This is an optimization exercise on Yosys and OpenROAD, whose aim is small area and a short achievable clock period, not a production implementation.
In this exercise RTL edits were held to simulation tests only and were not proved equivalent to the original.

## convout4
module convout4 (
    input  wire         clk,
    input  wire         rst,           
    input  wire         in_valid,
    input  wire [7:0]   in_fmt,
    input  wire [2:0]   in_round,
    input  wire         in_sat,
    input  wire         in_internal,
    input  wire [127:0] in_x,          
    input  wire         seed_load,
    input  wire [31:0]  seed,
    output reg          out_valid,
    output reg  [127:0] out_y,
    output reg  [3:0]   out_sat,
    output reg  [3:0]   out_nan,
    output reg  [3:0]   out_inf,
    output reg  [31:0]  lfsr_state
);
export LEC_CHECK = 0
export ABC_AREA = 1
export CAP_MARGIN = 20
export CORE_MARGIN = 2
export CORE_UTILIZATION = 40
export SETUP_SLACK_MARGIN = 1.5
export SLEW_MARGIN = 20
export SYNTH_MEMORY_MAX_BITS = 16384
create_clock -name core_clock -period 32.0 [get_ports {clk}]
run.sh (not shown) runs the stock make flow with config.mk's settings and CLKGATE_MAP_FILE= SYNTH_SCRIPT=/design/flow/synth_recipe.tcl, a recipe that flattens the netlist after the stock synthesis.
The starting point produced a clean layout.
Edit:
==> flow/flow/run.sh (new file) <==
#!/bin/bash
set -euo pipefail
bash standard.sh SETUP_SLACK_MARGIN=24 finish > make_finish.log 2>&1
==> flow/standard.sh (new file) <==
#!/bin/bash
# synth_recipe.tcl (not shown) runs the flow's synth.tcl, then flattens the netlist and writes it again
# the make line also repeats each setting of config.mk as NAME=value (left out here)
make -C /OpenROAD-flow-scripts/flow DESIGN_CONFIG=/design/flow/config.mk WORK_HOME=/design/flow/orfs CLKGATE_MAP_FILE= SYNTH_SCRIPT=/design/flow/synth_recipe.tcl "${@:-finish}"
removed: flow/run.sh
Outcome: Die area does not change; critical path depth decreases by 1; hold slack hardly moves; utilization increases by 3.1 points.
Edit:
==> flow/flow/run.sh (replaced) <==
#!/bin/bash
set -euo pipefail
bash standard.sh SETUP_SLACK_MARGIN=24 TNS_END_PERCENT=5 finish > make_finish.log 2>&1
The new run passed the timing, DRC and antenna checks.
Worst hold slack gets better by 0.0082 ns.
Count of clock-buffer cells in the layout goes up by 1.
Utilization goes down by 1.3 points.
Via count is about the same.
Register-to-register slack improves by 0.20 ns.
Edit:
==> flow/run.sh (new file) <==
#!/bin/bash
# synth_recipe.tcl (not shown) runs the flow's synth.tcl, then flattens the netlist and writes it again
# the make line also repeats each setting of config.mk as NAME=value (left out here)
make -C /OpenROAD-flow-scripts/flow DESIGN_CONFIG=/design/flow/config.mk WORK_HOME=/design/flow/orfs CLKGATE_MAP_FILE= SYNTH_SCRIPT=/design/flow/synth_recipe.tcl finish
- ABC_AREA: 1 -> default
removed: flow/flow/run.sh
removed: flow/standard.sh
The new run went through all stages and came out clean.
Routed wire length decreases by 0.91%.
Die area increases by 4.5%.
Final area decreases by 0.77%.
Register-to-register slack gets worse by 0.68 ns.
Core utilization decreases by 2.1 points.
Fmax decreases by 6.9%.

convout4, a different RTL version from the one above (not shown whole).
For scale: about 6400 cells after synthesis, ~500 flip-flops, roughly 43000 um2 of cells after synthesis.
==> flow/config.mk <==
export PLATFORM = sky130hd
export DESIGN_NAME = convout4
export DESIGN_NICKNAME = convout4
export VERILOG_FILES = /design/flow/design.v
export SDC_FILE = /design/flow/constraint.sdc
export NUM_CORES = 8
export LEC_CHECK = 0
export ABC_AREA = 1
export CAP_MARGIN = 20
export CORE_MARGIN = 2
export CORE_UTILIZATION = 55
export SETUP_SLACK_MARGIN = 1.5
export SLEW_MARGIN = 20
export SYNTH_MEMORY_MAX_BITS = 16384
==> flow/constraint.sdc <==
create_clock -name core_clock -period 32.0 [get_ports {clk}]
set_input_delay 6.4000 -clock core_clock [delete_from_list [all_inputs] [get_ports {clk}]]
set_output_delay 6.4000 -clock core_clock [all_outputs]
set_load 0.01 [all_outputs]
standard.sh (not shown) runs the stock make flow with config.mk's settings and CLKGATE_MAP_FILE= SYNTH_SCRIPT=/design/flow/synth_recipe.tcl, a recipe that flattens the netlist after the stock synthesis.
==> flow/flow/run.sh <==
#!/bin/bash
# The standard layout (standard.sh) with these changes to how it is made:
#  - synthesis is the standard one (synth_recipe.tcl, ORFS synth.tcl) except
#    that ABC maps the logic with flow/abc.script, an area-oriented script
#    (registers, their names and cells are untouched: ABC sees only the
#    combinational logic);
#  - the timing repair aims at a shorter cycle (larger setup margin), repairs
#    only the worst few percent of endpoints, may change a cell's footprint,
#    and the ports are buffered with buf_2 instead of the default delay buffer;
#  - clock tree: sink clusters of up to 24 within 80 um, clkbuf_8/16, no dummy
#    loads.
# The clock, its period and the constraints are the design's. make's full
# output goes to make_finish.log here; ORFS keeps each step's log in orfs/logs.
set -euo pipefail
W=$PWD
export MY_ABC_SCRIPT=$W/flow/abc.script
sed 's#source \$::env(SCRIPTS_DIR)/synth_preamble.tcl#&\nset abc_args [lreplace $abc_args 1 1 $::env(MY_ABC_SCRIPT)]#' \
  "$FLOW_HOME/scripts/synth.tcl" > $W/synth_mod.tcl
grep -q MY_ABC_SCRIPT $W/synth_mod.tcl
sed "s#source \$::env(SCRIPTS_DIR)/synth.tcl#source $W/synth_mod.tcl#" $W/synth_recipe.tcl > $W/synth_recipe_mod.tcl
grep -q synth_mod.tcl $W/synth_recipe_mod.tcl
bash standard.sh SYNTH_SCRIPT=$W/synth_recipe_mod.tcl SETUP_SLACK_MARGIN=${MARGIN:-24.75} TNS_END_PERCENT=5 \
  MATCH_CELL_FOOTPRINT=0 "BUFFER_PORTS_ARGS=-buffer_cell sky130_fd_sc_hd__buf_2" "CTS_ARGS=-sink_clustering_enable -repair_clock_nets -sink_clustering_size 24 -sink_clustering_max_diameter 80 -dont_use_dummy_load -buf_list {sky130_fd_sc_hd__clkbuf_8 sky130_fd_sc_hd__clkbuf_16}" finish > make_finish.log 2>&1
==> flow/flow/abc.script <==
strash
dch
amap
topo
stime -c
buffer -c
upsize -c
dnsize -c
==> next run, changes <==
--- a/flow/flow/run.sh
+++ b/flow/flow/run.sh
@@ -1,4 +1,4 @@
 #!/bin/bash
-# The standard layout (standard.sh) with these changes to how it is made:
+# The standard layout (standard.sh) with two changes to how it is made:
 #  - synthesis is the standard one (synth_recipe.tcl, ORFS synth.tcl) except
 #    that ABC maps the logic with flow/abc.script, an area-oriented script
@@ -9,5 +9,7 @@
 #    and the ports are buffered with buf_2 instead of the default delay buffer;
 #  - clock tree: sink clusters of up to 24 within 80 um, clkbuf_8/16, no dummy
-#    loads.
+#    loads;
+#  - after CTS, flow/post_cts.tcl gives each output port's buffer and the
+#    register driving it the largest drive of their own cell type.
 # The clock, its period and the constraints are the design's. make's full
 # output goes to make_finish.log here; ORFS keeps each step's log in orfs/logs.
@@ -20,4 +22,4 @@
 sed "s#source \$::env(SCRIPTS_DIR)/synth.tcl#source $W/synth_mod.tcl#" $W/synth_recipe.tcl > $W/synth_recipe_mod.tcl
 grep -q synth_mod.tcl $W/synth_recipe_mod.tcl
-bash standard.sh SYNTH_SCRIPT=$W/synth_recipe_mod.tcl SETUP_SLACK_MARGIN=${MARGIN:-24.75} TNS_END_PERCENT=5 \
+bash standard.sh SYNTH_SCRIPT=$W/synth_recipe_mod.tcl SETUP_SLACK_MARGIN=${MARGIN:-24.6} TNS_END_PERCENT=5 \
   MATCH_CELL_FOOTPRINT=0 "BUFFER_PORTS_ARGS=-buffer_cell sky130_fd_sc_hd__buf_2" "CTS_ARGS=-sink_clustering_enable -repair_clock_nets -sink_clustering_size 24 -sink_clustering_max_diameter 80 -dont_use_dummy_load -buf_list {sky130_fd_sc_hd__clkbuf_8 sky130_fd_sc_hd__clkbuf_16}" finish > make_finish.log 2>&1
Die area is unchanged.
Sequential share of layout area barely changes.
Global-route usage grows by 1.0 points.
Worst hold slack is better by 0.0033 ns.
Worst setup slack gets worse by 0.060 ns.
Count of clock-buffer cells in the layout is unchanged.
Design area shrinks by 0.31%.
Non-clock buffer count fell by 28.
==> next run, changes <==
--- a/flow/flow/run.sh
+++ b/flow/flow/run.sh
@@ -22,4 +22,4 @@
 sed "s#source \$::env(SCRIPTS_DIR)/synth.tcl#source $W/synth_mod.tcl#" $W/synth_recipe.tcl > $W/synth_recipe_mod.tcl
 grep -q synth_mod.tcl $W/synth_recipe_mod.tcl
-bash standard.sh SYNTH_SCRIPT=$W/synth_recipe_mod.tcl SETUP_SLACK_MARGIN=${MARGIN:-24.6} TNS_END_PERCENT=5 \
+bash standard.sh SYNTH_SCRIPT=$W/synth_recipe_mod.tcl SETUP_SLACK_MARGIN=${MARGIN:-24.9} TNS_END_PERCENT=5 \
   MATCH_CELL_FOOTPRINT=0 "BUFFER_PORTS_ARGS=-buffer_cell sky130_fd_sc_hd__buf_2" "CTS_ARGS=-sink_clustering_enable -repair_clock_nets -sink_clustering_size 24 -sink_clustering_max_diameter 80 -dont_use_dummy_load -buf_list {sky130_fd_sc_hd__clkbuf_8 sky130_fd_sc_hd__clkbuf_16}" finish > make_finish.log 2>&1
The changed run went through all stages and came out clean; worst hold slack gains 0.012 ns; utilization rose by 1.0 points; non-clock buffer count rose by 61; final area rose by 1.6%; die area is unchanged.
==> next run, changes <==
--- a/flow/flow/run.sh
+++ b/flow/flow/run.sh
@@ -22,4 +22,4 @@
 sed "s#source \$::env(SCRIPTS_DIR)/synth.tcl#source $W/synth_mod.tcl#" $W/synth_recipe.tcl > $W/synth_recipe_mod.tcl
 grep -q synth_mod.tcl $W/synth_recipe_mod.tcl
-bash standard.sh SYNTH_SCRIPT=$W/synth_recipe_mod.tcl SETUP_SLACK_MARGIN=${MARGIN:-24.9} TNS_END_PERCENT=5 \
+bash standard.sh SYNTH_SCRIPT=$W/synth_recipe_mod.tcl SETUP_SLACK_MARGIN=${MARGIN:-25.1} TNS_END_PERCENT=5 \
   MATCH_CELL_FOOTPRINT=0 "BUFFER_PORTS_ARGS=-buffer_cell sky130_fd_sc_hd__buf_2" "CTS_ARGS=-sink_clustering_enable -repair_clock_nets -sink_clustering_size 24 -sink_clustering_max_diameter 80 -dont_use_dummy_load -buf_list {sky130_fd_sc_hd__clkbuf_8 sky130_fd_sc_hd__clkbuf_16}" finish > make_finish.log 2>&1
Effect: Non-clock buffer count increases by 22. Routed wire length increases by a few percent. Critical path depth is unchanged. Sequential share of layout area decreases by 0.28 points. Utilization increases by 0.98 points. Clock skew increases by 0.032 ns. Setup slack gets worse by 0.087 ns.
==> next run, changes <==
--- a/flow/flow/run.sh
+++ b/flow/flow/run.sh
@@ -22,4 +22,4 @@
 sed "s#source \$::env(SCRIPTS_DIR)/synth.tcl#source $W/synth_mod.tcl#" $W/synth_recipe.tcl > $W/synth_recipe_mod.tcl
 grep -q synth_mod.tcl $W/synth_recipe_mod.tcl
-bash standard.sh SYNTH_SCRIPT=$W/synth_recipe_mod.tcl SETUP_SLACK_MARGIN=${MARGIN:-25.1} TNS_END_PERCENT=5 \
+bash standard.sh SYNTH_SCRIPT=$W/synth_recipe_mod.tcl SETUP_SLACK_MARGIN=${MARGIN:-24.45} TNS_END_PERCENT=5 \
   MATCH_CELL_FOOTPRINT=0 "BUFFER_PORTS_ARGS=-buffer_cell sky130_fd_sc_hd__buf_2" "CTS_ARGS=-sink_clustering_enable -repair_clock_nets -sink_clustering_size 24 -sink_clustering_max_diameter 80 -dont_use_dummy_load -buf_list {sky130_fd_sc_hd__clkbuf_8 sky130_fd_sc_hd__clkbuf_16}" finish > make_finish.log 2>&1
The changed run passed the timing, DRC and antenna checks.
Synthesized cell count is unchanged.
Final cell count falls by about 1.5%.
Hold slack is worse by 0.011 ns.
Wire length is lower by 4.7%.
Via count goes down by about 3%.
Register-to-register slack gets worse by 0.16 ns.
Sequential share of layout area grows by 0.77 points.
==> next run, changes <==
--- a/flow/flow/run.sh
+++ b/flow/flow/run.sh
@@ -22,4 +22,4 @@
 sed "s#source \$::env(SCRIPTS_DIR)/synth.tcl#source $W/synth_mod.tcl#" $W/synth_recipe.tcl > $W/synth_recipe_mod.tcl
 grep -q synth_mod.tcl $W/synth_recipe_mod.tcl
-bash standard.sh SYNTH_SCRIPT=$W/synth_recipe_mod.tcl SETUP_SLACK_MARGIN=${MARGIN:-24.45} TNS_END_PERCENT=5 \
+bash standard.sh SYNTH_SCRIPT=$W/synth_recipe_mod.tcl SETUP_SLACK_MARGIN=${MARGIN:-24.75} TNS_END_PERCENT=5 \
   MATCH_CELL_FOOTPRINT=0 "BUFFER_PORTS_ARGS=-buffer_cell sky130_fd_sc_hd__buf_2" "CTS_ARGS=-sink_clustering_enable -repair_clock_nets -sink_clustering_size 24 -sink_clustering_max_diameter 80 -dont_use_dummy_load -buf_list {sky130_fd_sc_hd__clkbuf_8 sky130_fd_sc_hd__clkbuf_16}" finish > make_finish.log 2>&1
- core utilization goes up by 1.2 points
- synthesized cell count stays the same
- wire length came out lower by 1.6%
- hold slack gets worse by 0.0034 ns
- register-to-register slack improved by 0.36 ns
- setup slack gains 0.14 ns
- via count increases by 0.44%
- final area grows by about 2%
- count of clock-buffer cells in the layout is unchanged
- non-clock buffer count is higher by 67
- maximum frequency went up by about 1.9%

==> afterwards: timing with drivers on the ports <==
The results above use ideal ports. As a check the final layouts listed here were re-extracted and re-timed, cells and wires unchanged. Step 1 sets driving cells, clkbuf_16 on the clock port and buf_2 on the other inputs (assumed; they add their load-dependent delay and slew). Step 2 adds t to the input delays and takes it off the output delays; t is the mean of the earliest and latest rising clock arrival at the registers after step 1. Input paths then give back, and output paths get back, about the clock's delay inside the block. Slacks: ideal / step 1 / step 2; pairs: ideal / step 1.
run | shift t [ns] | setup WS [ns] | hold WS [ns] | clock arrival spread, ns
the first run of note 1 | 0.780 | 21.512 / 21.512 / 21.512 | 0.326 / 0.326 / 0.326 | 0.058 / 0.059
the second run of note 1 | 0.782 | 22.545 / 22.545 / 22.545 | 0.327 / 0.327 / 0.327 | 0.046 / 0.045
the third run of note 1 | 0.761 | 22.748 / 22.748 / 22.748 | 0.335 / 0.335 / 0.335 | 0.059 / 0.060
the fourth run of note 1 | 0.764 | 22.068 / 22.068 / 22.068 | 0.342 / 0.342 / 0.342 | 0.041 / 0.041
the first run of note 2 | 0.636 | 24.506 / 24.432 / 24.017 | 0.332 / 0.332 / 0.332 | 0.056 / 0.056
the second run of note 2 | 0.649 | 24.446 / 24.375 / 23.945 | 0.336 / 0.336 / 0.336 | 0.099 / 0.099
the third run of note 2 | 0.637 | 24.498 / 24.422 / 24.015 | 0.348 / 0.348 / 0.348 | 0.072 / 0.071
the fourth run of note 2 | 0.711 | 24.411 / 24.335 / 24.035 | 0.347 / 0.347 / 0.347 | 0.102 / 0.101
the fifth run of note 2 | 0.646 | 24.365 / 24.290 / 23.953 | 0.336 / 0.336 / 0.336 | 0.096 / 0.096
the sixth run of note 2 | 0.636 | 24.506 / 24.432 / 24.017 | 0.332 / 0.332 / 0.332 | 0.056 / 0.056
After both steps every run listed still meets setup and hold. The setup slack of the second run of note 2, which loses most, moves by -0.071 ns with the drivers and by -0.501 ns with both steps.
